What follows belongs to an exercise in optimizing a design on an open flow for small area, a short achievable clock period and few clock cycles per item; a production flow would make more cautious choices. Only simulation tests tie the RTL to the original design; equivalence was not proved.

Setup of the previous run:
==> flow/design.v (excerpt) <==
module loop_law (
    input  wire        clk,
    input  wire        rst,
    input  wire        start,
    output wire        ready,
    output reg         done,
    input  wire [31:0] r,
    input  wire [31:0] y,
    input  wire [63:0] ff,
    input  wire        scanner,
    input  wire        reverse,
    input  wire        d_on_error,
    input  wire        preset,
    input  wire [6:0]  gain_table,
    input  wire [31:0] e_norm,
    input  wire [15:0] dfilt,
    input  wire [15:0] aw,
    input  wire [31:0] umin,
    input  wire [31:0] umax,
    input  wire [31:0] imin,
    input  wire [31:0] imax,
    input  wire [31:0] slew,
    input  wire [63:0] i_in,
    input  wire [63:0] yf_in,
    input  wire [32:0] e_prev,
    input  wire [31:0] u_prev,
    output wire        tbl_rd,
    output wire [11:0] tbl_addr,
    input  wire [15:0] tbl_en,
    input  wire [31:0] tbl_kp,
    input  wire [31:0] tbl_ki,
    input  wire [31:0] tbl_kd,
    output reg  [31:0] u_out,
    output wire [63:0] i_out,
    output reg  [63:0] yf_out,
    output wire [32:0] e_out
);
Size in the first run: roughly 880 I/O pins.
export LEC_CHECK = 0
export ABC_AREA = 1
export CAP_MARGIN = 40
export CORE_MARGIN = 2
export CORE_UTILIZATION = 55
export SLEW_MARGIN = 30
create_clock -name core_clock -period 30.0 [get_ports {clk}]
standard.sh (not shown) runs the stock make flow with config.mk's settings and CLKGATE_MAP_FILE= SYNTH_SCRIPT=/design/flow/synth_recipe.tcl, a recipe that flattens the netlist after the stock synthesis.
==> flow/flow/run.sh <==
#!/bin/bash
# Layout: the standard flow (standard.sh), unchanged except that the buffer
# it puts on every input and output port is a plain buf_2 cell instead of the
# default delay buffer. The flow's full output goes to standard.log.
set -euo pipefail
cd "$(dirname "${BASH_SOURCE[0]}")/.."
export BUFFER_PORTS_ARGS="-buffer_cell sky130_fd_sc_hd__buf_2"
bash standard.sh finish > standard.log 2>&1
Testbench counts of the previous run, summed over its fixed seeds: cycles 47,936, items 3,200.
For the current run, these inputs were changed with respect to the previous run:
--- a/flow/design.v
+++ b/flow/design.v
@@ -115,48 +115,42 @@
     bk_add #(16) u_fnb (.a(q[15:0]), .b(~lo_en),  .ci(1'b1), .s(nb), .co(nb_c));
     bk_add #(16) u_fda (.a(d0),      .b(~db),     .ci(1'b1), .s(da), .co(da_c));
     bk_add #(16) u_fna (.a(nb),      .b(~db),     .ci(1'b1), .s(na), .co(na_c));
     wire [15:0] f_num = kl ? na : nb;
     wire [15:0] f_den = kl ? da : db;
     wire [17:0] f_den3;
     wire        f_den3_c;
     bk_add #(18) u_fden3 (.a({2'b00, f_den}), .b({1'b0, f_den, 1'b0}), .ci(1'b0), .s(f_den3), .co(f_den3_c));
     wire [4:0]  idx_hi = t31 ? 5'd31 : idx + 5'd1;
-    reg  [4:0]  rd_m, rd_v;
+    reg  [4:0]  rd_pt;
     reg         rd;
     always @(*) begin
-        rd   = 1'b1;
-        rd_m = 5'b00000;
-        rd_v = 5'd0;
+        rd    = 1'b0;
+        rd_pt = 5'd0;
         if (!busy) begin
-            rd   = start;
-            rd_v = 5'd16;
-        end else if (c1_) rd_v = 5'd8;
-        else if (c2_) rd_v = 5'd24;
-        else if (c3_) rd_v = 5'd31;
-        else if (c4_) begin
-            rd_m = 5'b11011;
-            rd_v = {k1, k2, 3'b100};
-        end else if (c5_) begin
-            rd_m = 5'b00100;
-            rd_v = {pb[1:0], 3'b010};
-        end else if (c6_) begin
-            rd_m = 5'b00010;
-            rd_v = {pb[2:0], 2'b01};
-        end else if (c7_) begin
-            rd_m = 5'b00001;
-            rd_v = {pb[3:0], 1'b0};
-        end else if (c10_ | b2) rd_v = idx;
-        else if (c8_ | b1 | b3) rd_v = idx_hi;
-        else rd = 1'b0;
+            rd    = start;
+            rd_pt = 5'd16;
+        end else begin
+            rd = 1'b1;
+            if (c1_)       rd_pt = 5'd8;
+            else if (c2_)  rd_pt = 5'd24;
+            else if (c3_)  rd_pt = 5'd31;
+            else if (c4_)  rd_pt = {k1 | ge31_a, k2 | ge31_a, 1'b1, ge31_a, ge31_a};
+            else if (c5_)  rd_pt = {pb[1:0], kl_a, 2'b10};
+            else if (c6_)  rd_pt = {pb[2:0], kl_a, 1'b1};
+            else if (c7_)  rd_pt = {pb[3:0], kl_a};
+            else if (c10_ | b2) rd_pt = idx;
+            else if (c8_ | b1 | b3) rd_pt = idx_hi;
+            else rd = 1'b0;
+        end
     end
     assign tbl_rd   = rd;
-    assign tbl_addr = {gain_table, ({5{kl_a}} & rd_m) | rd_v};
+    assign tbl_addr = {gain_table, rd_pt};
     wire [31:0] k_hi = b4 ? tbl_ki : b2 ? tbl_kp : tbl_kd;
     wire [32:0] dk_next;
     wire        dk_c;
     bk_add #(33) u_dk (.a({k_hi[31], k_hi}), .b(~{klo[31], klo[31:0]}), .ci(1'b1), .s(dk_next), .co(dk_c));
     reg  [31:0] ka;          
     reg  [63:0] acc_r;       
     reg  [63:0] xr;          
     wire        interp = (b1 | b3 | b5) & ~t31;
     reg         doe_r, rev_r;
@@ -219,20 +213,19 @@
     wire [48:0] dd_yf;                                   
     wire        dd_yf_c;
     bk_add #(49) u_ddy (.a(49'd0), .b(~d_sh[48:0]), .ci(1'b1), .s(dd_yf), .co(dd_yf_c));
     wire [63:0] dd_x    = d_on_error ? {{30{dd_err[33]}}, dd_err} : {{15{dd_yf[48]}}, dd_yf};
     wire [63:0] imin64  = {{16{dv_r[31]}}, dv_r, 16'd0};
     wire [63:0] imax64  = {{16{dv_d3[31]}}, dv_d3[31:0], 16'd0};
     wire [63:0] u0_64   = {{16{dv_d[31]}}, dv_d, 16'd0};
     wire [63:0] pre, ra, rb;
     wire        pre_c, ra_c, rb_c;
-    assign pre = u0_64 - acc_r;          
-    assign pre_c = 1'b0;
+    bk_add #(64) u_pre (.a(u0_64), .b(~acc_r), .ci(1'b1), .s(pre), .co(pre_c));
     bk_add #(64) u_ra  (.a(acc_r), .b(imin64), .ci(1'b0), .s(ra), .co(ra_c));
     bk_add #(64) u_rb  (.a(acc_r), .b(imax64), .ci(1'b0), .s(rb), .co(rb_c));
     wire        pre_lo, pre_hi;
     clamp_cmp #(32) u_cpre (.v(pre), .lo(dv_r), .hi(dv_d3[31:0]), .below(pre_lo), .above(pre_hi));
     reg         pst_r;
     wire [63:0] i0_next = pst_r ? (pre_lo ? imin64 : (pre_hi ? imax64 : pre)) : i_in;
     wire [63:0] u_raw   = pst_r ? (pre_lo ? ra : (pre_hi ? rb : u0_64)) : acc_r;
     wire [33:0] lo_b    = {dv_b[1:0], ka};
     wire [33:0] hi_b    = {dv_b[3:2], hi_en, lo_en};
### Flow results
The previous run → the current run: complex-gate fraction of the synthesized area shows no meaningful change. Final standard cell utilization of the core: the current run vs the previous run, no meaningful difference. The previous run → the current run: final area shows a reduction of 1.1%; sequential share of layout area neither gained nor lost much; area added between synthesis and finish did not really move.
Testbench counts of the current run, summed over its fixed seeds: cycles 47,936, items 3,200.

-- separate check: timing with driven ports --
No port has a modelled driver above. Below, the same layouts with a new extraction and two added sets of constraints.
Step 1 (the two cells are an assumption about what drives the block):
set clk [get_ports {clk}]
set_driving_cell -lib_cell sky130_fd_sc_hd__clkbuf_16 $clk
set_driving_cell -lib_cell sky130_fd_sc_hd__buf_2 [delete_from_list [all_inputs] $clk]
Step 2, shift: input delay + t, output delay - t, t = (earliest + latest rising clock arrival at the registers) / 2. This alone moves slack from input paths to output paths.
Slacks: ideal ports / drivers / drivers and shift; pairs: ideal ports / drivers.
run | shift t [ns] | setup WS [ns] | worst hold slack (ns) | worst slew at a driven data input, ns | pins driven straight from the clock port
the previous run | 0.877 | 15.101 / 15.101 / 15.101 | 0.551 / 0.551 / 0.551 | 0.33 | 1
the current run | 0.910 | 15.598 / 15.541 / 15.541 | 0.502 / 0.502 / 0.502 | 0.39 | 1
After both steps setup and hold are still met in every run listed. For the current run, which loses most, drivers alone change the setup slack by -0.057 ns; drivers and shift together by -0.057 ns.
